This design comes from an exercise in tuning for small area and few clock cycles per item on the open sky130 flow, not from production work.
In this exercise RTL edits were held to simulation tests only and were not proved equivalent to the original.
Power figures rest on the tool's default switching activity, not on a simulated workload.

File: flow/run.sh
#!/bin/bash
# synth_recipe.tcl (not shown) runs the flow's synth.tcl, then flattens the netlist and writes it again
# the make line also repeats each setting of config.mk as NAME=value (left out here)
make -C /OpenROAD-flow-scripts/flow DESIGN_CONFIG=/design/flow/config.mk WORK_HOME=/design/flow/orfs CLKGATE_MAP_FILE= SYNTH_SCRIPT=/design/flow/synth_recipe.tcl finish
File: flow/config.mk
export PLATFORM = sky130hd
export DESIGN_NAME = je_core
export DESIGN_NICKNAME = je_core
export VERILOG_FILES = /design/flow/design.v
export SDC_FILE = /design/flow/constraint.sdc
export NUM_CORES = 4
export LEC_CHECK = 0
export ABC_AREA = 1
export CAP_MARGIN = 5
export CORE_MARGIN = 2
export CORE_UTILIZATION = 70
export CTS_BUF_LIST = sky130_fd_sc_hd__clkbuf_4
export CTS_CLUSTER_SIZE = 12
export SLEW_MARGIN = 5
File: flow/design.v
module je_core (
    input  wire        clk,
    input  wire        rst,         
    input  wire        in_valid,
    output wire        in_ready,
    input  wire [39:0] in_instr,    
    input  wire [9:0]  in_smp,      
    output reg         res_valid,
    output reg  [29:0] res_val,
    output wire [4:0]  res_flags    
);
    localparam OP_NOP  = 6'h00, OP_END  = 6'h01, OP_LDW  = 6'h02, OP_STW  = 6'h03,
               OP_LDI  = 6'h04, OP_MOV  = 6'h05, OP_ADD  = 6'h06, OP_SUB  = 6'h07,
               OP_ADDS = 6'h08, OP_SUBS = 6'h09, OP_AND  = 6'h0A, OP_OR   = 6'h0B,
               OP_XOR  = 6'h0C, OP_SHL  = 6'h0D, OP_SHR  = 6'h0E, OP_ASR  = 6'h0F,
               OP_CMP  = 6'h10, OP_MIN  = 6'h11, OP_MAX  = 6'h12, OP_SEL  = 6'h13,
               OP_MUL  = 6'h14, OP_MAC  = 6'h15, OP_ACLR = 6'h16, OP_ASHR = 6'h17,
               OP_AST  = 6'h18;
    localparam K_V = 4'h0, K_W = 4'h1, K_A = 4'h2, K_SMP = 4'h3;
    reg [159:0] v_q;      
    reg [119:0] a_q;      
    reg [639:0] w_q;      
    reg         fz_q, fn_q, fc_q, fv_q, fsat_q;
    reg         ph_q;     
    reg  [9:0]  wt_q;     
    wire [9:0] s0 = in_instr[9:0];
    wire [9:0] s1 = in_instr[19:10];
    wire [9:0] s2 = in_instr[29:20];
    wire [9:0] s3 = in_instr[39:30];
    wire [5:0] op = rst ? OP_NOP : s0[9:4];
    wire       imm = s0[3];
    wire [2:0] m = s0[2:0];
    wire is_ldw  = (op == OP_LDW);
    wire is_stw  = (op == OP_STW);
    wire is_mac  = (op == OP_MAC);
    wire binop   = (op >= OP_ADD) && (op <= OP_MAC);    
    wire [9:0] qs  = is_stw ? s1 : s3;
    wire [3:0] k2  = s2[9:6];
    wire [3:0] kq  = qs[9:6];
    wire need2 = binop && !imm && (k2 == K_W) && (s3[9:6] == K_W);
    assign in_ready = !(need2 && !ph_q);
    wire go = in_valid && in_ready;
    wire [9:0]  v_p  = v_q[s2[3:0]*10 +: 10];
    wire [9:0]  v_qq = v_q[qs[3:0]*10 +: 10];
    wire [29:0] a_p  = a_q[s2[3:2]*30 +: 30];
    wire [29:0] a_qq = a_q[qs[3:2]*30 +: 30];
    wire [29:0] acc_d = a_q[s1[3:2]*30 +: 30];
    wire [29:0] acc_s = a_p;
    function [9:0] lane;
        input [29:0] a;
        input [1:0]  l;
        lane = (l == 2'd0) ? a[9:0] : (l == 2'd1) ? a[19:10] : a[29:20];
    endfunction
    function [12:0] radd12;           
        input [11:0] u, v;
        input        ci;
        reg c; integer k;
        begin
            c = ci;
            for (k = 0; k < 12; k = k + 1) begin
                radd12[k] = u[k] ^ v[k] ^ c;
                c = (u[k] & v[k]) | (c & (u[k] ^ v[k]));
            end
            radd12[12] = c;
        end
    endfunction
    function [30:0] radd30;           
        input [29:0] u, v;
        input        ci;
        reg c; integer k;
        begin
            c = ci;
            for (k = 0; k < 30; k = k + 1) begin
                radd30[k] = u[k] ^ v[k] ^ c;
                c = (u[k] & v[k]) | (c & (u[k] ^ v[k]));
            end
            radd30[30] = c;
        end
    endfunction
    function [29:0] rinc30;           
        input [29:0] u;
        input        ci;
        reg c; integer k;
        begin
            c = ci;
            for (k = 0; k < 30; k = k + 1) begin
                rinc30[k] = u[k] ^ c;
                c = u[k] & c;
            end
        end
    endfunction
    wire [5:0] idx   = (k2 == K_V) ? v_p[5:0] : 6'd0;
    wire [12:0] waddr_t = radd12({6'd0, idx}, {6'd0, s3[5:0]}, 1'b0);
    wire [5:0]  waddr   = waddr_t[5:0];
    wire       q_w   = (kq == K_W) && !imm;
    wire [5:0] wra   = is_ldw ? waddr :
                       (q_w && !(need2 && !ph_q)) ? qs[5:0] : s2[5:0];
    wire [9:0] w_rd  = w_q[wra*10 +: 10];
    reg [9:0] opa, qv;
    always @(*) begin
        case (k2)
            K_V:     opa = v_p;
            K_W:     opa = ph_q ? wt_q : w_rd;
            K_A:     opa = lane(a_p, s2[1:0]);
            K_SMP:   opa = in_smp;
            default: opa = 10'd0;
        endcase
        case (kq)
            K_V:     qv = v_qq;
            K_W:     qv = w_rd;
            K_A:     qv = lane(a_qq, qs[1:0]);
            K_SMP:   qv = in_smp;
            default: qv = 10'd0;
        endcase
    end
    wire [9:0] opb  = imm ? s3 : qv;
    wire [9:0] src1 = qv;
    reg cond_true;
    always @(*) begin
        case (s1[9:6])
            4'h0: cond_true = 1'b1;
            4'h1: cond_true = fz_q;
            4'h2: cond_true = !fz_q;
            4'h3: cond_true = fc_q;
            4'h4: cond_true = !fc_q;
            4'h5: cond_true = fn_q;
            4'h6: cond_true = !fn_q;
            4'h7: cond_true = fv_q;
            4'h8: cond_true = !fv_q;
            4'h9: cond_true = fc_q && !fz_q;
            4'hA: cond_true = !fc_q || fz_q;
            4'hB: cond_true = (fn_q == fv_q);
            4'hC: cond_true = (fn_q != fv_q);
            4'hD: cond_true = !fz_q && (fn_q == fv_q);
            4'hE: cond_true = fz_q || (fn_q != fv_q);
            default: cond_true = fsat_q;
        endcase
    end
    wire        u_mod = m[0];
    wire        satop = (op == OP_ADDS) || (op == OP_SUBS);
    wire        mmop  = (op == OP_MIN) || (op == OP_MAX);
    wire        sx    = (satop || mmop) && !u_mod;           
    wire        sub   = (op == OP_SUB) || (op == OP_CMP) || (op == OP_SUBS) || mmop;
    wire [11:0] ea    = {{2{sx & opa[9]}}, opa};
    wire [11:0] eb    = {{2{sx & opb[9]}}, opb} ^ {12{sub}};
    wire [12:0] t_c   = radd12(ea, eb, sub);
    wire [11:0] t     = t_c[11:0];
    wire [9:0]  r10   = t[9:0];
    wire        lt    = t[11];                                
    reg  [9:0]  sat_r;
    reg         sat_v;
    always @(*) begin
        if (u_mod) begin
            if (t[11])          begin sat_r = 10'd0;    sat_v = 1'b1; end
            else if (t[10])     begin sat_r = 10'h3FF;  sat_v = 1'b1; end
            else                begin sat_r = r10;      sat_v = 1'b0; end
        end else begin
            if (t[11] && !(t[10] && t[9]))      begin sat_r = 10'h200; sat_v = 1'b1; end
            else if (!t[11] && (t[10] || t[9])) begin sat_r = 10'h1FF; sat_v = 1'b1; end
            else                                begin sat_r = r10;     sat_v = 1'b0; end
        end
    end
    wire        is_shl = (op == OP_SHL);
    wire        is_asr = (op == OP_ASR);
    wire [9:0]  a_rev  = {opa[0], opa[1], opa[2], opa[3], opa[4], opa[5], opa[6], opa[7], opa[8], opa[9]};
    wire [9:0]  sh_in  = is_shl ? a_rev : opa;
    wire        sh_fill = is_asr & opa[9];
    wire [3:0]  sh_n   = (|opb[9:4]) ? 4'd15 : opb[3:0];
    wire [10:0] sh_y;                  
    wire [9:0]  sh_yr  = sh_y[10:1];
    wire [9:0]  sh_r   = is_shl ? {sh_yr[0], sh_yr[1], sh_yr[2], sh_yr[3], sh_yr[4], sh_yr[5], sh_yr[6], sh_yr[7], sh_yr[8], sh_yr[9]} : sh_yr;
    wire        sh_c   = sh_y[0];
    wire [1:0]  mode = m[1:0];
    wire        msa  = (mode != 2'b01) & opa[9];
    wire        msb  = (mode == 2'b00) & opb[9];
    wire [10:0] mx = {msa, opa};
    wire [10:0] my = {msb, opb};
    wire [30:0] mt_acc = is_mac ? {acc_d[29], acc_d} : 31'd0;
    wire [30:0] mt_ra, mt_rb;
    wire mt_pp0_0 = mx[0] & my[0];
    wire mt_pp0_1 = mx[0] & my[1];
    wire mt_pp0_2 = mx[0] & my[2];
    wire mt_pp0_3 = mx[0] & my[3];
    wire mt_pp0_4 = mx[0] & my[4];
    wire mt_pp0_5 = mx[0] & my[5];
    wire mt_pp0_6 = mx[0] & my[6];
    wire mt_pp0_7 = mx[0] & my[7];
    wire mt_pp0_8 = mx[0] & my[8];
    wire mt_pp0_9 = mx[0] & my[9];
    wire mt_pp0_10 = ~(mx[0] & my[10]);
    wire mt_pp1_0 = mx[1] & my[0];
    wire mt_pp1_1 = mx[1] & my[1];
    wire mt_pp1_2 = mx[1] & my[2];
    wire mt_pp1_3 = mx[1] & my[3];
    wire mt_pp1_4 = mx[1] & my[4];
    wire mt_pp1_5 = mx[1] & my[5];
    wire mt_pp1_6 = mx[1] & my[6];
    wire mt_pp1_7 = mx[1] & my[7];
    wire mt_pp1_8 = mx[1] & my[8];
    wire mt_pp1_9 = mx[1] & my[9];
    wire mt_pp1_10 = ~(mx[1] & my[10]);
    wire mt_pp2_0 = mx[2] & my[0];
    wire mt_pp2_1 = mx[2] & my[1];
    wire mt_pp2_2 = mx[2] & my[2];
    wire mt_pp2_3 = mx[2] & my[3];
    wire mt_pp2_4 = mx[2] & my[4];
    wire mt_pp2_5 = mx[2] & my[5];
    wire mt_pp2_6 = mx[2] & my[6];
    wire mt_pp2_7 = mx[2] & my[7];
    wire mt_pp2_8 = mx[2] & my[8];
    wire mt_pp2_9 = mx[2] & my[9];
    wire mt_pp2_10 = ~(mx[2] & my[10]);
    wire mt_pp3_0 = mx[3] & my[0];
    wire mt_pp3_1 = mx[3] & my[1];
    wire mt_pp3_2 = mx[3] & my[2];
    wire mt_pp3_3 = mx[3] & my[3];
    wire mt_pp3_4 = mx[3] & my[4];
    wire mt_pp3_5 = mx[3] & my[5];
    wire mt_pp3_6 = mx[3] & my[6];
    wire mt_pp3_7 = mx[3] & my[7];
    wire mt_pp3_8 = mx[3] & my[8];
    wire mt_pp3_9 = mx[3] & my[9];
    wire mt_pp3_10 = ~(mx[3] & my[10]);
    wire mt_pp4_0 = mx[4] & my[0];
    wire mt_pp4_1 = mx[4] & my[1];
    wire mt_pp4_2 = mx[4] & my[2];
    wire mt_pp4_3 = mx[4] & my[3];
    wire mt_pp4_4 = mx[4] & my[4];
    wire mt_pp4_5 = mx[4] & my[5];
    wire mt_pp4_6 = mx[4] & my[6];
    wire mt_pp4_7 = mx[4] & my[7];
    wire mt_pp4_8 = mx[4] & my[8];
    wire mt_pp4_9 = mx[4] & my[9];
    wire mt_pp4_10 = ~(mx[4] & my[10]);
    wire mt_pp5_0 = mx[5] & my[0];
    wire mt_pp5_1 = mx[5] & my[1];
    wire mt_pp5_2 = mx[5] & my[2];
    wire mt_pp5_3 = mx[5] & my[3];
    wire mt_pp5_4 = mx[5] & my[4];
    wire mt_pp5_5 = mx[5] & my[5];
    wire mt_pp5_6 = mx[5] & my[6];
    wire mt_pp5_7 = mx[5] & my[7];
    wire mt_pp5_8 = mx[5] & my[8];
    wire mt_pp5_9 = mx[5] & my[9];
    wire mt_pp5_10 = ~(mx[5] & my[10]);
    wire mt_pp6_0 = mx[6] & my[0];
    wire mt_pp6_1 = mx[6] & my[1];
    wire mt_pp6_2 = mx[6] & my[2];
    wire mt_pp6_3 = mx[6] & my[3];
    wire mt_pp6_4 = mx[6] & my[4];
    wire mt_pp6_5 = mx[6] & my[5];
    wire mt_pp6_6 = mx[6] & my[6];
    wire mt_pp6_7 = mx[6] & my[7];
    wire mt_pp6_8 = mx[6] & my[8];
    wire mt_pp6_9 = mx[6] & my[9];
    wire mt_pp6_10 = ~(mx[6] & my[10]);
    wire mt_pp7_0 = mx[7] & my[0];
    wire mt_pp7_1 = mx[7] & my[1];
    wire mt_pp7_2 = mx[7] & my[2];
    wire mt_pp7_3 = mx[7] & my[3];
    wire mt_pp7_4 = mx[7] & my[4];
    wire mt_pp7_5 = mx[7] & my[5];
    wire mt_pp7_6 = mx[7] & my[6];
    wire mt_pp7_7 = mx[7] & my[7];
    wire mt_pp7_8 = mx[7] & my[8];
    wire mt_pp7_9 = mx[7] & my[9];
    wire mt_pp7_10 = ~(mx[7] & my[10]);
    wire mt_pp8_0 = mx[8] & my[0];
    wire mt_pp8_1 = mx[8] & my[1];
    wire mt_pp8_2 = mx[8] & my[2];
    wire mt_pp8_3 = mx[8] & my[3];
    wire mt_pp8_4 = mx[8] & my[4];
    wire mt_pp8_5 = mx[8] & my[5];
    wire mt_pp8_6 = mx[8] & my[6];
    wire mt_pp8_7 = mx[8] & my[7];
    wire mt_pp8_8 = mx[8] & my[8];
    wire mt_pp8_9 = mx[8] & my[9];
    wire mt_pp8_10 = ~(mx[8] & my[10]);
    wire mt_pp9_0 = mx[9] & my[0];
    wire mt_pp9_1 = mx[9] & my[1];
    wire mt_pp9_2 = mx[9] & my[2];
    wire mt_pp9_3 = mx[9] & my[3];
    wire mt_pp9_4 = mx[9] & my[4];
    wire mt_pp9_5 = mx[9] & my[5];
    wire mt_pp9_6 = mx[9] & my[6];
    wire mt_pp9_7 = mx[9] & my[7];
    wire mt_pp9_8 = mx[9] & my[8];
    wire mt_pp9_9 = mx[9] & my[9];
    wire mt_pp9_10 = ~(mx[9] & my[10]);
    wire mt_pp10_0 = ~(mx[10] & my[0]);
    wire mt_pp10_1 = ~(mx[10] & my[1]);
    wire mt_pp10_2 = ~(mx[10] & my[2]);
    wire mt_pp10_3 = ~(mx[10] & my[3]);
    wire mt_pp10_4 = ~(mx[10] & my[4]);
    wire mt_pp10_5 = ~(mx[10] & my[5]);
    wire mt_pp10_6 = ~(mx[10] & my[6]);
    wire mt_pp10_7 = ~(mx[10] & my[7]);
    wire mt_pp10_8 = ~(mx[10] & my[8]);
    wire mt_pp10_9 = ~(mx[10] & my[9]);
    wire mt_pp10_10 = mx[10] & my[10];
    wire mt_s0 = mt_acc[8] ^ mt_pp8_0;
    wire mt_c0 = mt_acc[8] & mt_pp8_0;
    wire mt_s1 = mt_acc[9] ^ mt_pp9_0 ^ mt_pp8_1;
    wire mt_c1 = (mt_acc[9] & mt_pp9_0) | (mt_acc[9] & mt_pp8_1) | (mt_pp9_0 & mt_pp8_1);
    wire mt_s2 = mt_pp7_2 ^ mt_pp6_3;
    wire mt_c2 = mt_pp7_2 & mt_pp6_3;
    wire mt_s3 = mt_acc[10] ^ mt_pp10_0 ^ mt_pp9_1;
    wire mt_c3 = (mt_acc[10] & mt_pp10_0) | (mt_acc[10] & mt_pp9_1) | (mt_pp10_0 & mt_pp9_1);
    wire mt_s4 = mt_pp8_2 ^ mt_pp7_3 ^ mt_pp6_4;
    wire mt_c4 = (mt_pp8_2 & mt_pp7_3) | (mt_pp8_2 & mt_pp6_4) | (mt_pp7_3 & mt_pp6_4);
    wire mt_s5 = mt_pp5_5 ^ mt_pp4_6;
    wire mt_c5 = mt_pp5_5 & mt_pp4_6;
    wire mt_s6 = 1'b1 ^ mt_acc[11] ^ mt_pp10_1;
    wire mt_c6 = (1'b1 & mt_acc[11]) | (1'b1 & mt_pp10_1) | (mt_acc[11] & mt_pp10_1);
    wire mt_s7 = mt_pp9_2 ^ mt_pp8_3 ^ mt_pp7_4;
    wire mt_c7 = (mt_pp9_2 & mt_pp8_3) | (mt_pp9_2 & mt_pp7_4) | (mt_pp8_3 & mt_pp7_4);
    wire mt_s8 = mt_pp6_5 ^ mt_pp5_6 ^ mt_pp4_7;
    wire mt_c8 = (mt_pp6_5 & mt_pp5_6) | (mt_pp6_5 & mt_pp4_7) | (mt_pp5_6 & mt_pp4_7);
    wire mt_s9 = mt_acc[12] ^ mt_pp10_2 ^ mt_pp9_3;
    wire mt_c9 = (mt_acc[12] & mt_pp10_2) | (mt_acc[12] & mt_pp9_3) | (mt_pp10_2 & mt_pp9_3);
    wire mt_s10 = mt_pp8_4 ^ mt_pp7_5 ^ mt_pp6_6;
    wire mt_c10 = (mt_pp8_4 & mt_pp7_5) | (mt_pp8_4 & mt_pp6_6) | (mt_pp7_5 & mt_pp6_6);
    wire mt_s11 = mt_acc[13] ^ mt_pp10_3 ^ mt_pp9_4;
    wire mt_c11 = (mt_acc[13] & mt_pp10_3) | (mt_acc[13] & mt_pp9_4) | (mt_pp10_3 & mt_pp9_4);
    wire mt_s12 = mt_acc[5] ^ mt_pp5_0;
    wire mt_c12 = mt_acc[5] & mt_pp5_0;
    wire mt_s13 = mt_acc[6] ^ mt_pp6_0 ^ mt_pp5_1;
    wire mt_c13 = (mt_acc[6] & mt_pp6_0) | (mt_acc[6] & mt_pp5_1) | (mt_pp6_0 & mt_pp5_1);
    wire mt_s14 = mt_pp4_2 ^ mt_pp3_3;
    wire mt_c14 = mt_pp4_2 & mt_pp3_3;
    wire mt_s15 = mt_acc[7] ^ mt_pp7_0 ^ mt_pp6_1;
    wire mt_c15 = (mt_acc[7] & mt_pp7_0) | (mt_acc[7] & mt_pp6_1) | (mt_pp7_0 & mt_pp6_1);
    wire mt_s16 = mt_pp5_2 ^ mt_pp4_3 ^ mt_pp3_4;
    wire mt_c16 = (mt_pp5_2 & mt_pp4_3) | (mt_pp5_2 & mt_pp3_4) | (mt_pp4_3 & mt_pp3_4);
    wire mt_s17 = mt_pp2_5 ^ mt_pp1_6;
    wire mt_c17 = mt_pp2_5 & mt_pp1_6;
    wire mt_s18 = mt_pp7_1 ^ mt_pp6_2 ^ mt_pp5_3;
    wire mt_c18 = (mt_pp7_1 & mt_pp6_2) | (mt_pp7_1 & mt_pp5_3) | (mt_pp6_2 & mt_pp5_3);
    wire mt_s19 = mt_pp4_4 ^ mt_pp3_5 ^ mt_pp2_6;
    wire mt_c19 = (mt_pp4_4 & mt_pp3_5) | (mt_pp4_4 & mt_pp2_6) | (mt_pp3_5 & mt_pp2_6);
    wire mt_s20 = mt_pp1_7 ^ mt_pp0_8 ^ mt_s0;
    wire mt_c20 = (mt_pp1_7 & mt_pp0_8) | (mt_pp1_7 & mt_s0) | (mt_pp0_8 & mt_s0);
    wire mt_s21 = mt_pp5_4 ^ mt_pp4_5 ^ mt_pp3_6;
    wire mt_c21 = (mt_pp5_4 & mt_pp4_5) | (mt_pp5_4 & mt_pp3_6) | (mt_pp4_5 & mt_pp3_6);
    wire mt_s22 = mt_pp2_7 ^ mt_pp1_8 ^ mt_pp0_9;
    wire mt_c22 = (mt_pp2_7 & mt_pp1_8) | (mt_pp2_7 & mt_pp0_9) | (mt_pp1_8 & mt_pp0_9);
    wire mt_s23 = mt_s2 ^ mt_s1 ^ mt_c0;
    wire mt_c23 = (mt_s2 & mt_s1) | (mt_s2 & mt_c0) | (mt_s1 & mt_c0);
    wire mt_s24 = mt_pp3_7 ^ mt_pp2_8 ^ mt_pp1_9;
    wire mt_c24 = (mt_pp3_7 & mt_pp2_8) | (mt_pp3_7 & mt_pp1_9) | (mt_pp2_8 & mt_pp1_9);
    wire mt_s25 = mt_pp0_10 ^ mt_s5 ^ mt_s4;
    wire mt_c25 = (mt_pp0_10 & mt_s5) | (mt_pp0_10 & mt_s4) | (mt_s5 & mt_s4);
    wire mt_s26 = mt_s3 ^ mt_c2 ^ mt_c1;
    wire mt_c26 = (mt_s3 & mt_c2) | (mt_s3 & mt_c1) | (mt_c2 & mt_c1);
    wire mt_s27 = mt_pp3_8 ^ mt_pp2_9 ^ mt_pp1_10;
    wire mt_c27 = (mt_pp3_8 & mt_pp2_9) | (mt_pp3_8 & mt_pp1_10) | (mt_pp2_9 & mt_pp1_10);
    wire mt_s28 = mt_s8 ^ mt_s7 ^ mt_s6;
    wire mt_c28 = (mt_s8 & mt_s7) | (mt_s8 & mt_s6) | (mt_s7 & mt_s6);
    wire mt_s29 = mt_c5 ^ mt_c4 ^ mt_c3;
    wire mt_c29 = (mt_c5 & mt_c4) | (mt_c5 & mt_c3) | (mt_c4 & mt_c3);
    wire mt_s30 = mt_pp5_7 ^ mt_pp4_8 ^ mt_pp3_9;
    wire mt_c30 = (mt_pp5_7 & mt_pp4_8) | (mt_pp5_7 & mt_pp3_9) | (mt_pp4_8 & mt_pp3_9);
    wire mt_s31 = mt_pp2_10 ^ mt_s10 ^ mt_s9;
    wire mt_c31 = (mt_pp2_10 & mt_s10) | (mt_pp2_10 & mt_s9) | (mt_s10 & mt_s9);
    wire mt_s32 = mt_c8 ^ mt_c7 ^ mt_c6;
    wire mt_c32 = (mt_c8 & mt_c7) | (mt_c8 & mt_c6) | (mt_c7 & mt_c6);
    wire mt_s33 = mt_pp8_5 ^ mt_pp7_6 ^ mt_pp6_7;
    wire mt_c33 = (mt_pp8_5 & mt_pp7_6) | (mt_pp8_5 & mt_pp6_7) | (mt_pp7_6 & mt_pp6_7);
    wire mt_s34 = mt_pp5_8 ^ mt_pp4_9 ^ mt_pp3_10;
    wire mt_c34 = (mt_pp5_8 & mt_pp4_9) | (mt_pp5_8 & mt_pp3_10) | (mt_pp4_9 & mt_pp3_10);
    wire mt_s35 = mt_s11 ^ mt_c10 ^ mt_c9;
    wire mt_c35 = (mt_s11 & mt_c10) | (mt_s11 & mt_c9) | (mt_c10 & mt_c9);
    wire mt_s36 = mt_acc[14] ^ mt_pp10_4 ^ mt_pp9_5;
    wire mt_c36 = (mt_acc[14] & mt_pp10_4) | (mt_acc[14] & mt_pp9_5) | (mt_pp10_4 & mt_pp9_5);
    wire mt_s37 = mt_pp8_6 ^ mt_pp7_7 ^ mt_pp6_8;
    wire mt_c37 = (mt_pp8_6 & mt_pp7_7) | (mt_pp8_6 & mt_pp6_8) | (mt_pp7_7 & mt_pp6_8);
    wire mt_s38 = mt_pp5_9 ^ mt_pp4_10 ^ mt_c11;
    wire mt_c38 = (mt_pp5_9 & mt_pp4_10) | (mt_pp5_9 & mt_c11) | (mt_pp4_10 & mt_c11);
    wire mt_s39 = mt_acc[15] ^ mt_pp10_5 ^ mt_pp9_6;
    wire mt_c39 = (mt_acc[15] & mt_pp10_5) | (mt_acc[15] & mt_pp9_6) | (mt_pp10_5 & mt_pp9_6);
    wire mt_s40 = mt_pp8_7 ^ mt_pp7_8 ^ mt_pp6_9;
    wire mt_c40 = (mt_pp8_7 & mt_pp7_8) | (mt_pp8_7 & mt_pp6_9) | (mt_pp7_8 & mt_pp6_9);
    wire mt_s41 = mt_acc[16] ^ mt_pp10_6 ^ mt_pp9_7;
    wire mt_c41 = (mt_acc[16] & mt_pp10_6) | (mt_acc[16] & mt_pp9_7) | (mt_pp10_6 & mt_pp9_7);
    wire mt_s42 = mt_acc[3] ^ mt_pp3_0;
    wire mt_c42 = mt_acc[3] & mt_pp3_0;
    wire mt_s43 = mt_acc[4] ^ mt_pp4_0 ^ mt_pp3_1;
    wire mt_c43 = (mt_acc[4] & mt_pp4_0) | (mt_acc[4] & mt_pp3_1) | (mt_pp4_0 & mt_pp3_1);
    wire mt_s44 = mt_pp2_2 ^ mt_pp1_3;
    wire mt_c44 = mt_pp2_2 & mt_pp1_3;
    wire mt_s45 = mt_pp4_1 ^ mt_pp3_2 ^ mt_pp2_3;
    wire mt_c45 = (mt_pp4_1 & mt_pp3_2) | (mt_pp4_1 & mt_pp2_3) | (mt_pp3_2 & mt_pp2_3);
    wire mt_s46 = mt_pp1_4 ^ mt_pp0_5 ^ mt_s12;
    wire mt_c46 = (mt_pp1_4 & mt_pp0_5) | (mt_pp1_4 & mt_s12) | (mt_pp0_5 & mt_s12);
    wire mt_s47 = mt_pp2_4 ^ mt_pp1_5 ^ mt_pp0_6;
    wire mt_c47 = (mt_pp2_4 & mt_pp1_5) | (mt_pp2_4 & mt_pp0_6) | (mt_pp1_5 & mt_pp0_6);
    wire mt_s48 = mt_s14 ^ mt_s13 ^ mt_c12;
    wire mt_c48 = (mt_s14 & mt_s13) | (mt_s14 & mt_c12) | (mt_s13 & mt_c12);
    wire mt_s49 = mt_pp0_7 ^ mt_s17 ^ mt_s16;
    wire mt_c49 = (mt_pp0_7 & mt_s17) | (mt_pp0_7 & mt_s16) | (mt_s17 & mt_s16);
    wire mt_s50 = mt_s15 ^ mt_c14 ^ mt_c13;
    wire mt_c50 = (mt_s15 & mt_c14) | (mt_s15 & mt_c13) | (mt_c14 & mt_c13);
    wire mt_s51 = mt_s20 ^ mt_s19 ^ mt_s18;
    wire mt_c51 = (mt_s20 & mt_s19) | (mt_s20 & mt_s18) | (mt_s19 & mt_s18);
    wire mt_s52 = mt_c17 ^ mt_c16 ^ mt_c15;
    wire mt_c52 = (mt_c17 & mt_c16) | (mt_c17 & mt_c15) | (mt_c16 & mt_c15);
    wire mt_s53 = mt_s23 ^ mt_s22 ^ mt_s21;
    wire mt_c53 = (mt_s23 & mt_s22) | (mt_s23 & mt_s21) | (mt_s22 & mt_s21);
    wire mt_s54 = mt_c20 ^ mt_c19 ^ mt_c18;
    wire mt_c54 = (mt_c20 & mt_c19) | (mt_c20 & mt_c18) | (mt_c19 & mt_c18);
    wire mt_s55 = mt_s26 ^ mt_s25 ^ mt_s24;
    wire mt_c55 = (mt_s26 & mt_s25) | (mt_s26 & mt_s24) | (mt_s25 & mt_s24);
    wire mt_s56 = mt_c23 ^ mt_c22 ^ mt_c21;
    wire mt_c56 = (mt_c23 & mt_c22) | (mt_c23 & mt_c21) | (mt_c22 & mt_c21);
    wire mt_s57 = mt_s29 ^ mt_s28 ^ mt_s27;
    wire mt_c57 = (mt_s29 & mt_s28) | (mt_s29 & mt_s27) | (mt_s28 & mt_s27);
    wire mt_s58 = mt_c26 ^ mt_c25 ^ mt_c24;
    wire mt_c58 = (mt_c26 & mt_c25) | (mt_c26 & mt_c24) | (mt_c25 & mt_c24);
    wire mt_s59 = mt_s32 ^ mt_s31 ^ mt_s30;
    wire mt_c59 = (mt_s32 & mt_s31) | (mt_s32 & mt_s30) | (mt_s31 & mt_s30);
    wire mt_s60 = mt_c29 ^ mt_c28 ^ mt_c27;
    wire mt_c60 = (mt_c29 & mt_c28) | (mt_c29 & mt_c27) | (mt_c28 & mt_c27);
    wire mt_s61 = mt_s35 ^ mt_s34 ^ mt_s33;
    wire mt_c61 = (mt_s35 & mt_s34) | (mt_s35 & mt_s33) | (mt_s34 & mt_s33);
    wire mt_s62 = mt_c32 ^ mt_c31 ^ mt_c30;
    wire mt_c62 = (mt_c32 & mt_c31) | (mt_c32 & mt_c30) | (mt_c31 & mt_c30);
    wire mt_s63 = mt_s38 ^ mt_s37 ^ mt_s36;
    wire mt_c63 = (mt_s38 & mt_s37) | (mt_s38 & mt_s36) | (mt_s37 & mt_s36);
    wire mt_s64 = mt_c35 ^ mt_c34 ^ mt_c33;
    wire mt_c64 = (mt_c35 & mt_c34) | (mt_c35 & mt_c33) | (mt_c34 & mt_c33);
    wire mt_s65 = mt_pp5_10 ^ mt_s40 ^ mt_s39;
    wire mt_c65 = (mt_pp5_10 & mt_s40) | (mt_pp5_10 & mt_s39) | (mt_s40 & mt_s39);
    wire mt_s66 = mt_c38 ^ mt_c37 ^ mt_c36;
    wire mt_c66 = (mt_c38 & mt_c37) | (mt_c38 & mt_c36) | (mt_c37 & mt_c36);
    wire mt_s67 = mt_pp8_8 ^ mt_pp7_9 ^ mt_pp6_10;
    wire mt_c67 = (mt_pp8_8 & mt_pp7_9) | (mt_pp8_8 & mt_pp6_10) | (mt_pp7_9 & mt_pp6_10);
    wire mt_s68 = mt_s41 ^ mt_c40 ^ mt_c39;
    wire mt_c68 = (mt_s41 & mt_c40) | (mt_s41 & mt_c39) | (mt_c40 & mt_c39);
    wire mt_s69 = mt_acc[17] ^ mt_pp10_7 ^ mt_pp9_8;
    wire mt_c69 = (mt_acc[17] & mt_pp10_7) | (mt_acc[17] & mt_pp9_8) | (mt_pp10_7 & mt_pp9_8);
    wire mt_s70 = mt_pp8_9 ^ mt_pp7_10 ^ mt_c41;
    wire mt_c70 = (mt_pp8_9 & mt_pp7_10) | (mt_pp8_9 & mt_c41) | (mt_pp7_10 & mt_c41);
    wire mt_s71 = mt_acc[18] ^ mt_pp10_8 ^ mt_pp9_9;
    wire mt_c71 = (mt_acc[18] & mt_pp10_8) | (mt_acc[18] & mt_pp9_9) | (mt_pp10_8 & mt_pp9_9);
    wire mt_s72 = mt_acc[2] ^ mt_pp2_0;
    wire mt_c72 = mt_acc[2] & mt_pp2_0;
    wire mt_s73 = mt_pp2_1 ^ mt_pp1_2 ^ mt_pp0_3;
    wire mt_c73 = (mt_pp2_1 & mt_pp1_2) | (mt_pp2_1 & mt_pp0_3) | (mt_pp1_2 & mt_pp0_3);
    wire mt_s74 = mt_pp0_4 ^ mt_s44 ^ mt_s43;
    wire mt_c74 = (mt_pp0_4 & mt_s44) | (mt_pp0_4 & mt_s43) | (mt_s44 & mt_s43);
    wire mt_s75 = mt_s46 ^ mt_s45 ^ mt_c44;
    wire mt_c75 = (mt_s46 & mt_s45) | (mt_s46 & mt_c44) | (mt_s45 & mt_c44);
    wire mt_s76 = mt_s48 ^ mt_s47 ^ mt_c46;
    wire mt_c76 = (mt_s48 & mt_s47) | (mt_s48 & mt_c46) | (mt_s47 & mt_c46);
    wire mt_s77 = mt_s50 ^ mt_s49 ^ mt_c48;
    wire mt_c77 = (mt_s50 & mt_s49) | (mt_s50 & mt_c48) | (mt_s49 & mt_c48);
    wire mt_s78 = mt_s52 ^ mt_s51 ^ mt_c50;
    wire mt_c78 = (mt_s52 & mt_s51) | (mt_s52 & mt_c50) | (mt_s51 & mt_c50);
    wire mt_s79 = mt_s54 ^ mt_s53 ^ mt_c52;
    wire mt_c79 = (mt_s54 & mt_s53) | (mt_s54 & mt_c52) | (mt_s53 & mt_c52);
    wire mt_s80 = mt_s56 ^ mt_s55 ^ mt_c54;
    wire mt_c80 = (mt_s56 & mt_s55) | (mt_s56 & mt_c54) | (mt_s55 & mt_c54);
    wire mt_s81 = mt_s58 ^ mt_s57 ^ mt_c56;
    wire mt_c81 = (mt_s58 & mt_s57) | (mt_s58 & mt_c56) | (mt_s57 & mt_c56);
    wire mt_s82 = mt_s60 ^ mt_s59 ^ mt_c58;
    wire mt_c82 = (mt_s60 & mt_s59) | (mt_s60 & mt_c58) | (mt_s59 & mt_c58);
    wire mt_s83 = mt_s62 ^ mt_s61 ^ mt_c60;
    wire mt_c83 = (mt_s62 & mt_s61) | (mt_s62 & mt_c60) | (mt_s61 & mt_c60);
    wire mt_s84 = mt_s64 ^ mt_s63 ^ mt_c62;
    wire mt_c84 = (mt_s64 & mt_s63) | (mt_s64 & mt_c62) | (mt_s63 & mt_c62);
    wire mt_s85 = mt_s66 ^ mt_s65 ^ mt_c64;
    wire mt_c85 = (mt_s66 & mt_s65) | (mt_s66 & mt_c64) | (mt_s65 & mt_c64);
    wire mt_s86 = mt_s68 ^ mt_s67 ^ mt_c66;
    wire mt_c86 = (mt_s68 & mt_s67) | (mt_s68 & mt_c66) | (mt_s67 & mt_c66);
    wire mt_s87 = mt_s70 ^ mt_s69 ^ mt_c68;
    wire mt_c87 = (mt_s70 & mt_s69) | (mt_s70 & mt_c68) | (mt_s69 & mt_c68);
    wire mt_s88 = mt_pp8_10 ^ mt_s71 ^ mt_c70;
    wire mt_c88 = (mt_pp8_10 & mt_s71) | (mt_pp8_10 & mt_c70) | (mt_s71 & mt_c70);
    wire mt_s89 = mt_acc[19] ^ mt_pp10_9 ^ mt_pp9_10;
    wire mt_c89 = (mt_acc[19] & mt_pp10_9) | (mt_acc[19] & mt_pp9_10) | (mt_pp10_9 & mt_pp9_10);
    wire mt_s90 = mt_acc[1] ^ mt_pp1_0;
    wire mt_c90 = mt_acc[1] & mt_pp1_0;
    wire mt_s91 = mt_pp1_1 ^ mt_pp0_2 ^ mt_s72;
    wire mt_c91 = (mt_pp1_1 & mt_pp0_2) | (mt_pp1_1 & mt_s72) | (mt_pp0_2 & mt_s72);
    wire mt_s92 = mt_s42 ^ mt_s73 ^ mt_c72;
    wire mt_c92 = (mt_s42 & mt_s73) | (mt_s42 & mt_c72) | (mt_s73 & mt_c72);
    wire mt_s93 = mt_c42 ^ mt_s74 ^ mt_c73;
    wire mt_c93 = (mt_c42 & mt_s74) | (mt_c42 & mt_c73) | (mt_s74 & mt_c73);
    wire mt_s94 = mt_c43 ^ mt_s75 ^ mt_c74;
    wire mt_c94 = (mt_c43 & mt_s75) | (mt_c43 & mt_c74) | (mt_s75 & mt_c74);
    wire mt_s95 = mt_c45 ^ mt_s76 ^ mt_c75;
    wire mt_c95 = (mt_c45 & mt_s76) | (mt_c45 & mt_c75) | (mt_s76 & mt_c75);
    wire mt_s96 = mt_c47 ^ mt_s77 ^ mt_c76;
    wire mt_c96 = (mt_c47 & mt_s77) | (mt_c47 & mt_c76) | (mt_s77 & mt_c76);
    wire mt_s97 = mt_c49 ^ mt_s78 ^ mt_c77;
    wire mt_c97 = (mt_c49 & mt_s78) | (mt_c49 & mt_c77) | (mt_s78 & mt_c77);
    wire mt_s98 = mt_c51 ^ mt_s79 ^ mt_c78;
    wire mt_c98 = (mt_c51 & mt_s79) | (mt_c51 & mt_c78) | (mt_s79 & mt_c78);
    wire mt_s99 = mt_c53 ^ mt_s80 ^ mt_c79;
    wire mt_c99 = (mt_c53 & mt_s80) | (mt_c53 & mt_c79) | (mt_s80 & mt_c79);
    wire mt_s100 = mt_c55 ^ mt_s81 ^ mt_c80;
    wire mt_c100 = (mt_c55 & mt_s81) | (mt_c55 & mt_c80) | (mt_s81 & mt_c80);
    wire mt_s101 = mt_c57 ^ mt_s82 ^ mt_c81;
    wire mt_c101 = (mt_c57 & mt_s82) | (mt_c57 & mt_c81) | (mt_s82 & mt_c81);
    wire mt_s102 = mt_c59 ^ mt_s83 ^ mt_c82;
    wire mt_c102 = (mt_c59 & mt_s83) | (mt_c59 & mt_c82) | (mt_s83 & mt_c82);
    wire mt_s103 = mt_c61 ^ mt_s84 ^ mt_c83;
    wire mt_c103 = (mt_c61 & mt_s84) | (mt_c61 & mt_c83) | (mt_s84 & mt_c83);
    wire mt_s104 = mt_c63 ^ mt_s85 ^ mt_c84;
    wire mt_c104 = (mt_c63 & mt_s85) | (mt_c63 & mt_c84) | (mt_s85 & mt_c84);
    wire mt_s105 = mt_c65 ^ mt_s86 ^ mt_c85;
    wire mt_c105 = (mt_c65 & mt_s86) | (mt_c65 & mt_c85) | (mt_s86 & mt_c85);
    wire mt_s106 = mt_c67 ^ mt_s87 ^ mt_c86;
    wire mt_c106 = (mt_c67 & mt_s87) | (mt_c67 & mt_c86) | (mt_s87 & mt_c86);
    wire mt_s107 = mt_c69 ^ mt_s88 ^ mt_c87;
    wire mt_c107 = (mt_c69 & mt_s88) | (mt_c69 & mt_c87) | (mt_s88 & mt_c87);
    wire mt_s108 = mt_c71 ^ mt_s89 ^ mt_c88;
    wire mt_c108 = (mt_c71 & mt_s89) | (mt_c71 & mt_c88) | (mt_s89 & mt_c88);
    wire mt_s109 = mt_acc[20] ^ mt_pp10_10 ^ mt_c89;
    wire mt_c109 = (mt_acc[20] & mt_pp10_10) | (mt_acc[20] & mt_c89) | (mt_pp10_10 & mt_c89);
    wire mt_s110 = 1'b1 ^ mt_acc[21];
    wire mt_c110 = 1'b1 & mt_acc[21];
    wire mt_s111 = 1'b1 ^ mt_acc[22];
    wire mt_c111 = 1'b1 & mt_acc[22];
    wire mt_s112 = 1'b1 ^ mt_acc[23];
    wire mt_c112 = 1'b1 & mt_acc[23];
    wire mt_s113 = 1'b1 ^ mt_acc[24];
    wire mt_c113 = 1'b1 & mt_acc[24];
    wire mt_s114 = 1'b1 ^ mt_acc[25];
    wire mt_c114 = 1'b1 & mt_acc[25];
    wire mt_s115 = 1'b1 ^ mt_acc[26];
    wire mt_c115 = 1'b1 & mt_acc[26];
    wire mt_s116 = 1'b1 ^ mt_acc[27];
    wire mt_c116 = 1'b1 & mt_acc[27];
    wire mt_s117 = 1'b1 ^ mt_acc[28];
    wire mt_c117 = 1'b1 & mt_acc[28];
    wire mt_s118 = 1'b1 ^ mt_acc[29];
    wire mt_c118 = 1'b1 & mt_acc[29];
    wire mt_s119 = 1'b1 ^ mt_acc[30];
    wire mt_c119 = 1'b1 & mt_acc[30];
    assign mt_ra = {mt_c118, mt_c117, mt_c116, mt_c115, mt_c114, mt_c113, mt_c112, mt_c111, mt_c110, mt_c109, mt_c108, mt_c107, mt_c106, mt_c105, mt_c104, mt_c103, mt_c102, mt_c101, mt_c100, mt_c99, mt_c98, mt_c97, mt_c96, mt_c95, mt_c94, mt_c93, mt_c92, mt_c91, mt_c90, mt_s90, mt_pp0_0};
    assign mt_rb = {mt_s119, mt_s118, mt_s117, mt_s116, mt_s115, mt_s114, mt_s113, mt_s112, mt_s111, mt_s110, mt_s109, mt_s108, mt_s107, mt_s106, mt_s105, mt_s104, mt_s103, mt_s102, mt_s101, mt_s100, mt_s99, mt_s98, mt_s97, mt_s96, mt_s95, mt_s94, mt_s93, mt_s92, mt_s91, mt_pp0_1, mt_acc[0]};
    function [31:0] rblk;             
        input [30:0] u, v;
        input integer lo, hi;
        reg c; integer k;
        begin
            rblk = 32'd0; c = 1'b0;
            for (k = lo; k <= hi; k = k + 1) begin
                rblk[k] = u[k] ^ v[k] ^ c;
                c = (u[k] & v[k]) | (c & (u[k] ^ v[k]));
            end
            rblk[31] = c;
        end
    endfunction
    function [31:0] iblk;             
        input [31:0] x;
        input integer lo, hi;
        reg c; integer k;
        begin
            iblk = x; c = 1'b1;
            for (k = lo; k <= hi; k = k + 1) begin
                iblk[k] = x[k] ^ c;
                c = x[k] & c;
            end
            iblk[31] = x[31] | c;
        end
    endfunction
    wire [31:0] cs_b0  = rblk(mt_ra, mt_rb, 0, 7);
    wire [31:0] cs_b1  = rblk(mt_ra, mt_rb, 8, 15);
    wire [31:0] cs_b1i = iblk(cs_b1, 8, 15);
    wire [31:0] cs_b2  = rblk(mt_ra, mt_rb, 16, 23);
    wire [31:0] cs_b2i = iblk(cs_b2, 16, 23);
    wire [31:0] cs_b3  = rblk(mt_ra, mt_rb, 24, 30);
    wire [31:0] cs_b3i = iblk(cs_b3, 24, 30);
    wire        cs_c8  = cs_b0[31];
    wire        cs_c16 = cs_c8  ? cs_b1i[31] : cs_b1[31];
    wire        cs_c24 = cs_c16 ? cs_b2i[31] : cs_b2[31];
    wire [30:0] mac_c  = {cs_c24 ? cs_b3i[30:24] : cs_b3[30:24],
                          cs_c16 ? cs_b2i[23:16] : cs_b2[23:16],
                          cs_c8  ? cs_b1i[15:8]  : cs_b1[15:8],
                          cs_b0[7:0]};
    wire [29:0] prod30 = mac_c[29:0];           
    wire        mac_hi = !mac_c[30] && mac_c[29];
    wire        mac_lo = mac_c[30] && !mac_c[29];
    wire [29:0] mac_t  = mac_c[29:0];
    wire [29:0] mac_r  = mac_hi ? 30'h1FFFFFFF : mac_lo ? 30'h20000000 : mac_t[29:0];
    wire [4:0]  ashr_k = ((|opb[9:5]) || (opb[4:0] > 5'd28)) ? 5'd29 : opb[4:0];
    wire        is_ashr = (op == OP_ASHR);
    wire [4:0]  sh_amt = is_ashr ? ashr_k : {1'b0, sh_n};
    wire [30:0] sh_src = is_ashr ? {acc_d, 1'b0} : {sh_in, 21'd0};
    wire        sh_f   = is_ashr ? acc_d[29] : sh_fill;
    wire [61:0] sh_e   = {{31{sh_f}}, sh_src};
    wire [30:0] ashr_s = sh_e[sh_amt +: 31];
    assign      sh_y   = ashr_s[30:20];
    wire [29:0] ashr_r = rinc30(ashr_s[30:1], m[0] & ashr_s[0]);
    reg  [9:0]  ast_r;
    reg         ast_v;
    always @(*) begin
        if (u_mod) begin
            if (acc_s[29])                         begin ast_r = 10'd0;      ast_v = 1'b1; end
            else if (acc_s[28:10] != 19'd0)        begin ast_r = 10'd1023;   ast_v = 1'b1; end
            else                                   begin ast_r = acc_s[9:0]; ast_v = 1'b0; end
        end else begin
            if (acc_s[29] && !(&acc_s[28:9]))      begin ast_r = 10'h200;    ast_v = 1'b1; end
            else if (!acc_s[29] && (|acc_s[28:9])) begin ast_r = 10'h1FF;    ast_v = 1'b1; end
            else                                   begin ast_r = acc_s[9:0]; ast_v = 1'b0; end
        end
    end
    wire [29:0] ldi_r = u_mod ? {10'd0, s2, s3} : {{10{s2[9]}}, s2, s3};
    reg        wr_v, wr_a, wr_w, end_visit;
    reg        sw_a, sw_b, sw_w, sw_add, sw_and, sw_xor, sw_sh, sw_ast;
    reg        sa_mm, sa_ldi, sa_ashr;
    reg        nz_w, nz_a;
    reg        c_wr, v_wr;
    reg        c_new, v_new;
    reg        sat_or;
    always @(*) begin
        wr_v = 1'b0; wr_a = 1'b0; wr_w = 1'b0; end_visit = 1'b0;
        sw_a = 1'b0; sw_b = 1'b0; sw_w = 1'b0; sw_add = 1'b0;
        sw_and = 1'b0; sw_xor = 1'b0; sw_sh = 1'b0; sw_ast = 1'b0;
        sa_mm = 1'b0; sa_ldi = 1'b0; sa_ashr = 1'b0;
        nz_w = 1'b0; nz_a = 1'b0;
        c_wr = 1'b0; v_wr = 1'b0; c_new = 1'b0; v_new = 1'b0;
        sat_or = 1'b0;
        case (op)
            OP_END:  end_visit = 1'b1;
            OP_LDW:  begin wr_v = 1'b1; sw_w = 1'b1; nz_w = 1'b1; end
            OP_STW:  begin wr_w = 1'b1; sw_b = 1'b1; end         
            OP_LDI:  begin wr_a = 1'b1; sa_ldi = 1'b1; end
            OP_MOV:  begin wr_v = 1'b1; sw_b = 1'b1; nz_w = 1'b1; end
            OP_ADD:  begin
                wr_v = 1'b1; sw_add = 1'b1; nz_w = 1'b1;
                c_wr = 1'b1; c_new = t[10];
                v_wr = 1'b1; v_new = (opa[9] == opb[9]) && (r10[9] != opa[9]);
            end
            OP_SUB, OP_CMP: begin
                wr_v = (op == OP_SUB); sw_add = 1'b1; nz_w = 1'b1;
                c_wr = 1'b1; c_new = !lt;
                v_wr = 1'b1; v_new = (opa[9] != opb[9]) && (r10[9] != opa[9]);
            end
            OP_ADDS, OP_SUBS: begin
                wr_v = 1'b1; sw_add = 1'b1; nz_w = 1'b1;
                c_wr = 1'b1; v_wr = 1'b1; v_new = sat_v; sat_or = 1'b1;
            end
            OP_AND:  begin wr_v = 1'b1; sw_and = 1'b1; nz_w = 1'b1; c_wr = 1'b1; v_wr = 1'b1; end
            OP_OR:   begin wr_v = 1'b1; sw_and = 1'b1; sw_xor = 1'b1; nz_w = 1'b1; c_wr = 1'b1; v_wr = 1'b1; end
            OP_XOR:  begin wr_v = 1'b1; sw_xor = 1'b1; nz_w = 1'b1; c_wr = 1'b1; v_wr = 1'b1; end
            OP_SHL, OP_SHR, OP_ASR: begin
                wr_v = 1'b1; sw_sh = 1'b1; nz_w = 1'b1; c_wr = 1'b1; c_new = sh_c; v_wr = 1'b1;
            end
            OP_MIN:  begin wr_v = 1'b1; sw_a = lt; sw_b = !lt; nz_w = 1'b1; c_wr = 1'b1; v_wr = 1'b1; end
            OP_MAX:  begin wr_v = 1'b1; sw_a = !lt; sw_b = lt; nz_w = 1'b1; c_wr = 1'b1; v_wr = 1'b1; end
            OP_SEL:  begin wr_v = 1'b1; sw_a = cond_true; sw_b = !cond_true; end
            OP_MUL:  begin wr_a = 1'b1; sa_mm = 1'b1; nz_a = 1'b1; end
            OP_MAC:  begin
                wr_a = 1'b1; sa_mm = 1'b1; nz_a = 1'b1;
                v_wr = 1'b1; v_new = mac_hi || mac_lo; sat_or = 1'b1;
            end
            OP_ACLR: begin wr_a = 1'b1; end
            OP_ASHR: begin wr_a = 1'b1; sa_ashr = 1'b1; nz_a = 1'b1; end
            OP_AST:  begin
                wr_v = 1'b1; sw_ast = 1'b1; nz_w = 1'b1;
                v_wr = 1'b1; v_new = ast_v; sat_or = 1'b1;
            end
            default: ;
        endcase
    end
    wire [9:0]  add_w  = satop ? sat_r : r10;
    wire [9:0]  word_r = ({10{sw_a}}   & opa) |
                         ({10{sw_b}}   & opb) |
                         ({10{sw_w}}   & w_rd) |
                         ({10{sw_add}} & add_w) |
                         ({10{sw_and}} & (opa & opb)) |
                         ({10{sw_xor}} & (opa ^ opb)) |
                         ({10{sw_sh}}  & sh_r) |
                         ({10{sw_ast}} & ast_r);
    wire [29:0] acc_r  = ({30{sa_mm}}   & mac_r) |
                         ({30{sa_ldi}}  & ldi_r) |
                         ({30{sa_ashr}} & ashr_r);
    wire [29:0] any_r  = {acc_r[29:10], acc_r[9:0] | word_r};
    wire fz_n   = end_visit ? 1'b0 : (nz_w || nz_a) ? (any_r == 30'd0) : fz_q;
    wire fn_n   = end_visit ? 1'b0 : nz_w ? word_r[9] : nz_a ? acc_r[29] : fn_q;
    wire fc_n   = end_visit ? 1'b0 : c_wr ? c_new : fc_q;
    wire fv_n   = end_visit ? 1'b0 : v_wr ? v_new : fv_q;
    wire fsat_n = end_visit ? 1'b0 : fsat_q | (sat_or & v_new);
    wire        clr_va = rst || (go && end_visit);
    wire [9:0]  vdat   = word_r;       
    wire [29:0] adat   = acc_r;
    wire [9:0]  wdat   = word_r;
    genvar gi;
    generate
        for (gi = 0; gi < 16; gi = gi + 1) begin : g_v
            always @(posedge clk)
                if (clr_va || (go && wr_v && s1[3:0] == gi))
                    v_q[gi*10 +: 10] <= vdat;
        end
        for (gi = 0; gi < 4; gi = gi + 1) begin : g_a
            always @(posedge clk)
                if (clr_va || (go && wr_a && s1[3:2] == gi))
                    a_q[gi*30 +: 30] <= adat;
        end
        for (gi = 0; gi < 64; gi = gi + 1) begin : g_w
            always @(posedge clk)
                if (rst || (go && wr_w && waddr == gi))
                    w_q[gi*10 +: 10] <= wdat;
        end
    endgenerate
    always @(posedge clk) begin
        if (rst) begin
            fz_q   <= 1'b0;
            fn_q   <= 1'b0;
            fc_q   <= 1'b0;
            fv_q   <= 1'b0;
            fsat_q <= 1'b0;
        end else if (go) begin
            fz_q   <= fz_n;
            fn_q   <= fn_n;
            fc_q   <= fc_n;
            fv_q   <= fv_n;
            fsat_q <= fsat_n;
        end
    end
    assign res_flags = {fsat_q, fv_q, fc_q, fn_q, fz_q};
    always @(posedge clk) begin
        if (rst) ph_q <= 1'b0;
        else     ph_q <= in_valid && need2 && !ph_q;
        wt_q <= w_rd;
    end
    always @(posedge clk) begin
        res_valid <= !rst && go;
        res_val   <= {acc_r[29:10], acc_r[9:0] | (word_r & {10{op != OP_CMP}})};
    end
endmodule
File: flow/constraint.sdc
create_clock -name core_clock -period 20.0 [get_ports {clk}]
set_input_delay 4.0000 -clock core_clock [delete_from_list [all_inputs] [get_ports {clk}]]
set_output_delay 4.0000 -clock core_clock [all_outputs]
set_load 0.01 [all_outputs]
==> impl_results.md, run 1 <==
- Post-synthesis cell area: roughly 52,000 sq um
- Setup WS post-layout: ~650 ps
- Initial Utilization: 0.7053
- First drt pass iteration count: 13
- RSZ-0062 raised after global routing: no
- Crit path kind: in2reg
- Nets@finish: approximately 6,000
- Total global routing overflow: 0
- Wire length of the first global-routing pass: between 200,000 and 300,000 um
- DRC violation count after routing: 0
- Net count after synthesis: ~5,700
- F_max: just over 50 MHz
- Number of buffers inserted by hold repair at cts: 0
- Area Overhead vs Synth: 10.80%
- Half-perimeter wire length after detailed placement: 122,400 um
- CP arrival: approximately 20,000 ps
- Antenna-violating nets left: 0
- Max-cap violation count: 0
- Number of antenna violations at the first check in global routing: 12
- Avg Inst Size Synth: about 9.6 sq um
- Share of Yosys cell area claimed by the top area cell type: 0.5270
- Violation count after the first detailed-routing iteration: between 9,000 and 10,000
- Post_cts resized: 0
- Worst Path Max Fanout: 14
- Clock latency on the worst-skew pair: 1190 ps
- Status: timing/DRC/antenna clean
- Most instantiated library cell after synthesis: nand2_1
- Library cell occupying the most area in the post-synthesis netlist: edfxtp_1
- Skew final: between 100 and 150 ps
- Peak supply drop: ~0.11 mV
- Mean number of vias per cell: between 6 and 7
- Maximum buffer depth of the clock tree: 3
- WL per Instance: approximately 27 um
- Area of the die: 77,090 sq um
- Worst path required time: between 20,000 and 25,000 ps
- Number of setup buffers added after CTS: 0
- Via Count: between 40,000 and 50,000
- Min-Delay Path Class: reg2reg
- Worst Setup Slack post-DPL: approximately 72 ps
- Largest stage delay, worst path: about 630 ps
- Final Setup Violations: 0
- Count of H-tree levels built during CTS: 4
- Nature of the critical path startpoint: input port
- Leading post-synthesis cells by cell area: edfxtp_1, nand2_1, nand3_1, fa_1, o21ai_0
- CP most frequent cell: fa_1
- IO Pins: 90
- Final hold violation count: 0
- Flip-flop cell with the highest count after synthesis: edfxtp_1
- Via count of the first global-routing pass: between 40,000 and 50,000
- Largest net degree at the start of global routing: ~160
- Count of distinct cell types in the synthesized netlist: 63
- Final total negative setup slack: 0 ps
- Gpl congestion: approximately 1.1
- Power density over cell area: 93.66 nW/um^2
- Die extent in y: about 280 um
- Ratio of cells with drive above 1 in the final layout: 0.1186
- Count of filler cells inserted in the layout: around 4,600
- Total core area: ~74,000 sq um
- Leak Pwr: between 0.02 and 0.025 uW
- Share of synthesized registers carrying an async set or reset: 0
- Category of the worst setup path capture point: flip-flop
- Final Critical Period: 19,350 ps
- Share of synthesized area occupied by flip-flops and latches: 0.5450
- Post-Syn Instances: between 5,000 and 6,000
- Worst-margin pin slew: 1336 ps
- Seq cells post-synth: 967
- Final Slew Violations: 0
- Count of clock tree sinks: 967
- Clock-pin slew on the worst setup and hold paths: approximately 70 ps
- CP max-delay cell: nor4_1
- Final clock period utilization by the worst path: 0.9675
- Sequential cell area in the final layout: about 29,000 sq um
- Wire length after detailed routing: 187,900 um
- Number of buffers added on ports: 88
- Die X-Extent: 277.7 um
- TritonCTS clock tree: yes
- GRT Total Usage: 0.4839
- Core Rows: 100
- Number of flops mapped to enable cells by yosys: between 900 and 1,000
- Number of CTS-inserted buffers: around 220
- Number of warnings reported in the yosys synthesis log: 1
- Clock tree root driver cell: clkbuf_4
- Rel. slew slack: 0.1093
- Area of the multi-input gates: 20,710 sq um
- Top cells by count, synth: nand2_1, edfxtp_1, nand3_1
[cell type report]
cell class	count	share of cell area
antenna	15	0.0006462
clock buffer	331	0.04278
clock inverter	88	0.009026
inverter	432	0.02805
multi-input combinational	3730	0.3565
sequential	967	0.4918
tap	969	0.02087
timing repair buffer	328	0.05032
[power breakdown]
group,internal [uW],switching (uW)
clock,793,857
combinational,358,881
sequential,2480,75.7
[cells in the final DEF (no fill, tap or decap), types with 23 or more instances in the layout]
cell type	count
nand3_1	836
dfxtp_1	47
edfxtp_1	920
o22ai_1	43
o221ai_1	59
nor3_1	33
a31oi_1	29
clkinv_1	79
nand2_1	1361
buf_4	220
inv_2	23
a221oi_1	60
ha_1	76
clkbuf_4	331
a21oi_1	152
o211ai_1	62
clkdlybuf4s50_1	86
nor2_1	323
o21ai_0	353
inv_1	394
fa_1	139
[routing by layer]
metal	up-vias	global-route usage	wire length, um	share of wire
met2	4915	0.7091	79350	0.42
li1	19690	-	-	-
met3	1031	0.1881	33310	0.18
met4	16	0.2284	12220	0.065
met1	21750	0.6378	62810	0.33
met5	-	0.008755	203	0.0011
[per-stage QoR]
step | hold slack [ps] | cells | utilization | area (sq um) | power (uW)
after global routing | 645.3 | 6846 | 0.7811 | 58050 | 5609
after floorplan | 461.1 | 5462 | - | 52420 | 3274
final | 631.6 | 6860 | 0.7815 | 58080 | 5440
after detailed placement | 604.5 | 6425 | 0.7405 | 55030 | 3734
after CTS | 617.8 | 6844 | 0.7810 | 58040 | 5355
after global placement | 614.0 | 6425 | 0.7405 | 55030 | 3694
[sequential cells by signal, indices dropped and copies added, names as in the netlist, 10 cells and up]
name / count
w_q: 640
v_q: 160
a_q: 120
res_val: 30
wt_q: 10
[path summary, 6_finish.rpt]
path | start | to | slack [ps] | cells after the start
max | in_instr[21] | fz_q | 650 | 61
min | fsat_q | fsat_q | 630 | 2
max reg2reg | v_q[60] | fz_q | 4410 | 59
min reg2reg | fsat_q | fsat_q | 630 | 2
[critical path, delay by kind of cell]
| family | cells | cell delay, ps |
|---|---|---|
| AO/OA/AOI/OAI | 8 | 1900 |
| buffers and inverters | 14 | 3220 |
| adder cells (fa/ha/maj) | 17 | 6920 |
| AND/OR/NAND/NOR | 21 | 4090 |
| XOR/XNOR | 1 | 270 |
[kinds of logic after synthesis]
logic type               synth area share
multiplexers                    0.0007638
flip-flops                         0.5450
AO/OA/AOI/OAI                      0.1016
adder cells (fa/ha/maj)           0.07122
buffers and inverters             0.06406
AND/OR/NAND/NOR                    0.2149
XOR/XNOR                         0.002506
Testbench counts, summed over its fixed seeds: cycles 24,284, items 24,000.
==> inputs of run 2 (changes only) <==
--- a/flow/config.mk
+++ b/flow/config.mk
@@ -8,7 +8,6 @@
 export ABC_AREA = 1
-export CAP_MARGIN = 5
+export CAP_MARGIN = 20
 export CORE_MARGIN = 2
-export CORE_UTILIZATION = 70
-export CTS_BUF_LIST = sky130_fd_sc_hd__clkbuf_4
-export CTS_CLUSTER_SIZE = 12
-export SLEW_MARGIN = 5
+export CORE_UTILIZATION = 60
+export CTS_BUF_LIST = sky130_fd_sc_hd__clkbuf_8
+export SLEW_MARGIN = 20
==> run 2 against run 1 <==
Against the previous run:
- sequential share of layout area grew 0.052 points
- routed wire length shrank 5.0%
- clock-buffer cell count shrank 173
- synthesized area is the same
==> impl_results.md, run 2 <==
- Number of buffers added on ports: 88 (unchanged)
- Cell area after layout: 58,020 sq um (-0.11%)
- Count of filler cells inserted in the layout: 6,833 (+49%)
- Worst Path Max Fanout: 13 (-1)
- Count of H-tree levels built during CTS: 4 (unchanged)
- Clock latency on the worst-skew pair: 880 ps (-310 ps)
- IO Pins: 90 (unchanged)
- Violation count after the first detailed-routing iteration: 6,508 (-35%)
- Max FFs per register: 640 (unchanged)
- Setup slack, reg-to-reg: 4640 ps (+230 ps)
- Total core area: 86,620 sq um (+17%)
- Fraction of power consumed by sequential logic: 0.473 (+0.004)
- Clock tree root driver cell: clkbuf_8
- Die extent in y: 299.6 um (+7.9%)
- Core Rows: 108 (+8.0%)
- Share of synthesized area occupied by flip-flops and latches: 0.5450 (unchanged)
- Wire length of the first global-routing pass: 259,200 um (-6.0%)
- Fraction of synthesized area in multiplexers: 0.0007638 (unchanged)
- Worst Setup Slack post-DPL: 37.31 ps (-34.83 ps)
- Cells on worst reg2reg path: 60 (+1.7%)
- Count of distinct cell types in the synthesized netlist: 63 (unchanged)
- Leading post-synthesis cells by cell area: edfxtp_1, nand2_1, nand3_1, fa_1, o21ai_0
- Area of the die: 89,750 sq um (+16%)
- Clock-pin slew on the worst setup and hold paths: 60 ps (about the same)
- Wire length after detailed routing: 178,500 um (-5.0%)
- TritonCTS clock tree: yes
- Share of synthesized registers carrying an async set or reset: 0 (unchanged)
- Most common cell after layout, fill and taps aside: nand2_1
- Mean number of vias per cell: 6.359 (-8.0%)
- Antenna-violating nets left: 0 (unchanged)
- Capturing point of the worst reg2reg path: fz_q
- Dominant combinational cell family by area after synthesis: simple AND/OR/NAND/NOR gates
- F_max: 52.00 MHz (+0.62%)
- Source of the worst hold timing path: fz_q
- Peak supply drop: 0.09126 mV (-14%)
- Kind of cell with the highest combined delay on the critical path: adder cells
- Leak Pwr: 0.02345 uW (-0.81%)
- Final hold violation count: 0 (unchanged)
- CP max-delay cell: fa_1
- DRC violation count after routing: 0 (unchanged)
- Net count after synthesis: 5,730 (unchanged)
- Post-Syn Instances: 5,462 (unchanged)
- Maximum buffer depth of the clock tree: 3 (unchanged)
- Worst min-delay path endpoint: fz_q
- Crit path kind: in2reg
- Initial Utilization: 0.6052 (-0.1001)
- Post-synthesis cell area: 52,420 sq um (unchanged)
- Largest stage delay, worst path: 560 ps (-70 ps)
- GRT Total Usage: 0.3931 (-0.09075)
- Power density over cell area: 92.53 nW/um^2 (-1.2%)
- Top Registers: w_q: 640 flops, v_q: 160 flops, a_q: 120 flops
- Half-perimeter wire length after detailed placement: 121,500 um (-0.72%)
- CP most frequent cell: fa_1
- Top register by number of flip-flops: w_q
- Xor/xnor cell area share of the yosys netlist: 0.002506 (unchanged)
- Total global routing overflow: 0 (unchanged)
- Via count of the first global-routing pass: 40,460 (-9.0%)
- Skew final: 63.19 ps (-45.81 ps)
- Final clock period utilization by the worst path: 0.9615 (-0.005971)
- Most instantiated library cell after synthesis: nand2_1
- Cell depth of the worst hold path: 2 (unchanged)
- Min-Delay Path Class: reg2reg
- Worst path required time: 20,790 ps (-310 ps)
- Synth Area in Adders: 0.07122 (unchanged)
- Net Switching: 1747 uW (-3.7%)
- Library cell occupying the most area in the post-synthesis netlist: edfxtp_1
- Worst hold margin: 621.7 ps (-9.918 ps)
- Clock group share of total power: 0.296 (-0.007)
- Complex-gate fraction of the synthesized area: 0.1016 (unchanged)
- Worst-margin pin slew: 1177 ps (-159.2 ps)
- Final Slew Violations: 0 (unchanged)
- Nature of the critical path startpoint: input port
- Most frequent cells in the layout: nand2_1, edfxtp_1, nand3_1, inv_1, o21ai_0
- Total cell area at the placement stage: 55,120 sq um (+0.16%)
- Die X-Extent: 299.6 um (+7.9%)
- Critical path buffers and inverters: 15 (+1)
- Max-cap violation count: 0 (unchanged)
- Area Overhead vs Synth: 10.69%
- Inst Count DP: 6,586 (+2.5%)
- Flip-flop cell with the highest count after synthesis: edfxtp_1
- Share of Yosys cell area claimed by the top area cell type: 0.5270 (unchanged)
- Gpl congestion: 1.041 (-5.6%)
- Seq cells post-synth: 967 (unchanged)
- Status: timing/DRC/antenna clean
- Avg Inst Size Synth: 9.597 sq um (unchanged)
- Number of flops mapped to enable cells by yosys: 920 (unchanged)
- Rel. slew slack: 0.2126 (+0.1033)
- Setup WS post-layout: 769.5 ps (+119.4 ps)
- Sw Share: 0.3254 (-0.008017)
- Internal power: 3622 uW (-0.12%)
- CP arrival: 20,020 ps (-430 ps)
- Number of CTS-inserted buffers: 155 (-31%)
- Final Setup Violations: 0 (unchanged)
- Launch instance of the worst register-to-register path: v_q[100]
- Nets@finish: 5,858 (-1.6%)
- First drt pass iteration count: 7 (-6)
- WL per Instance: 26.00 um (-5.1%)
- RSZ-0062 raised after global routing: no
- Number of antenna violations at the first check in global routing: 5 (-7)
- Post-synthesis share of cell area spent on and, or, nand and nor gates: 0.2149 (unchanged)
- Number of warnings reported in the yosys synthesis log: 1 (unchanged)
- Via Count: 43,660 (-7.9%)
- Comb power frac: 0.231 (+0.003)
- Count of clock tree sinks: 967 (unchanged)
- Final cell count without fillers: 6,865 (+0.073%)
- Final total negative setup slack: 0 ps (unchanged)
- Largest net degree at the start of global routing: 93 (-42%)
- Final Critical Period: 19,230 ps (-119.4 ps)
- Top cells by count, synth: nand2_1, edfxtp_1, nand3_1
- Ratio of cells with drive above 1 in the final layout: 0.09091 (-0.02771)
- Category of the worst setup path capture point: flip-flop
## run 2: final cells by class
cell class	instances	area [sq um]	area share
repair buffers	304	2684	0.04625
clock buffers	158	2175	0.03748
well taps	1155	1445	0.02491
clock inverters	118	680.7	0.01173
inverters	432	1630	0.02810
diodes	1	2.502	0.00004313
flip-flops and latches	967	28570	0.4923
multi-input cells	3730	20840	0.3591
## run 2: tightest hold or removal path, delay by kind of cell (launching register included)
family,cells,cell delay [ps]
AOI/OAI and AO/OA,1,60
and+or+nand+nor,1,110
DFF,1,400
## run 2: repair_timing
action	CTS	global route
hold buffers	0	0
buffers inserted	0	0
gates resized for setup	0	3
setup endpoints to repair	0	1
## run 2: routing by layer
layer	part of all wire	wire [um]	track usage	vias to the layer above
li1	-	-	-	19370
met1	0.39	69270	0.5556	20930
met2	0.43	76420	0.5680	2911
met3	0.14	25860	0.1308	442
met4	0.039	6912	0.1455	4
met5	0.00013	23	0	-
## run 2: per-stage QoR
step / utilization / total power, uW
finish: 0.6699 / 5369
global route: 0.6699 / 5570
CTS: 0.6693 / 5340
detailed placement: 0.6364 / 3768
global placement: 0.6354 / 3751
floorplan: - / 3274
## run 2: power groups by stage
| stage | clock network [uW] | logic, uW | registers (uW) |
|---|---|---|---|
| finish | 1590 | 1240 | 2540 |
| CTS | 1600 | 1200 | 2540 |
| detailed placement | 0 | 1190 | 2580 |
| global route | 1690 | 1330 | 2560 |
| global placement | 0 | 1180 | 2570 |
| floorplan | 0 | 706 | 2570 |
## run 2: worst max path at each step
stage | slack [ps] | cells after the start | startpoint | to
floorplan | 2620 | 65 | in_instr[23] | fz_q
global placement | 140 | 59 | in_instr[21] | fz_q
detailed placement | 40 | 60 | in_instr[21] | fz_q
CTS | 920 | 60 | in_instr[21] | fz_q
global route | 80 | 63 | in_instr[29] | fz_q
finish | 770 | 63 | in_instr[29] | fz_q
## run 2: kinds of logic (layout without fill, tap and decap cells)
group,after synthesis,after routing
other cells,0,1
buf+inv,765,1012
fa+ha+maj,215,215
mux,4,4
compound gates,864,864
simple gates,2632,2632
flops,967,967
xor+xnor,15,15

[static timing again, ports no longer ideal]
Ports are ideal in the flow. The routed layouts listed here were re-timed in OpenROAD. Step 1 sets driving cells, clkbuf_16 on the clock port and buf_2 on the other inputs (assumed; they add their load-dependent delay and slew). Step 2 also shifts input and output timing later by t, the mid clock arrival at the registers, as if the neighbouring blocks saw the same clock. Three values: no drivers, after step 1, after step 2; two values: the first two.
run	t (ns)	setup slack, ns	worst setup path at the end	worst data-port slew with drivers (ns)
run 1	1.198	0.650 / 0.676 / -0.523	input to register	0.17
run 2	0.919	0.769 / 0.810 / -0.109	input to register	0.14
With both steps, setup timing fails in run 1 and run 2, where it was met with ideal ports. The setup slack of run 1, which loses most, moves by +0.026 ns with the drivers and by -1.173 ns with both steps.
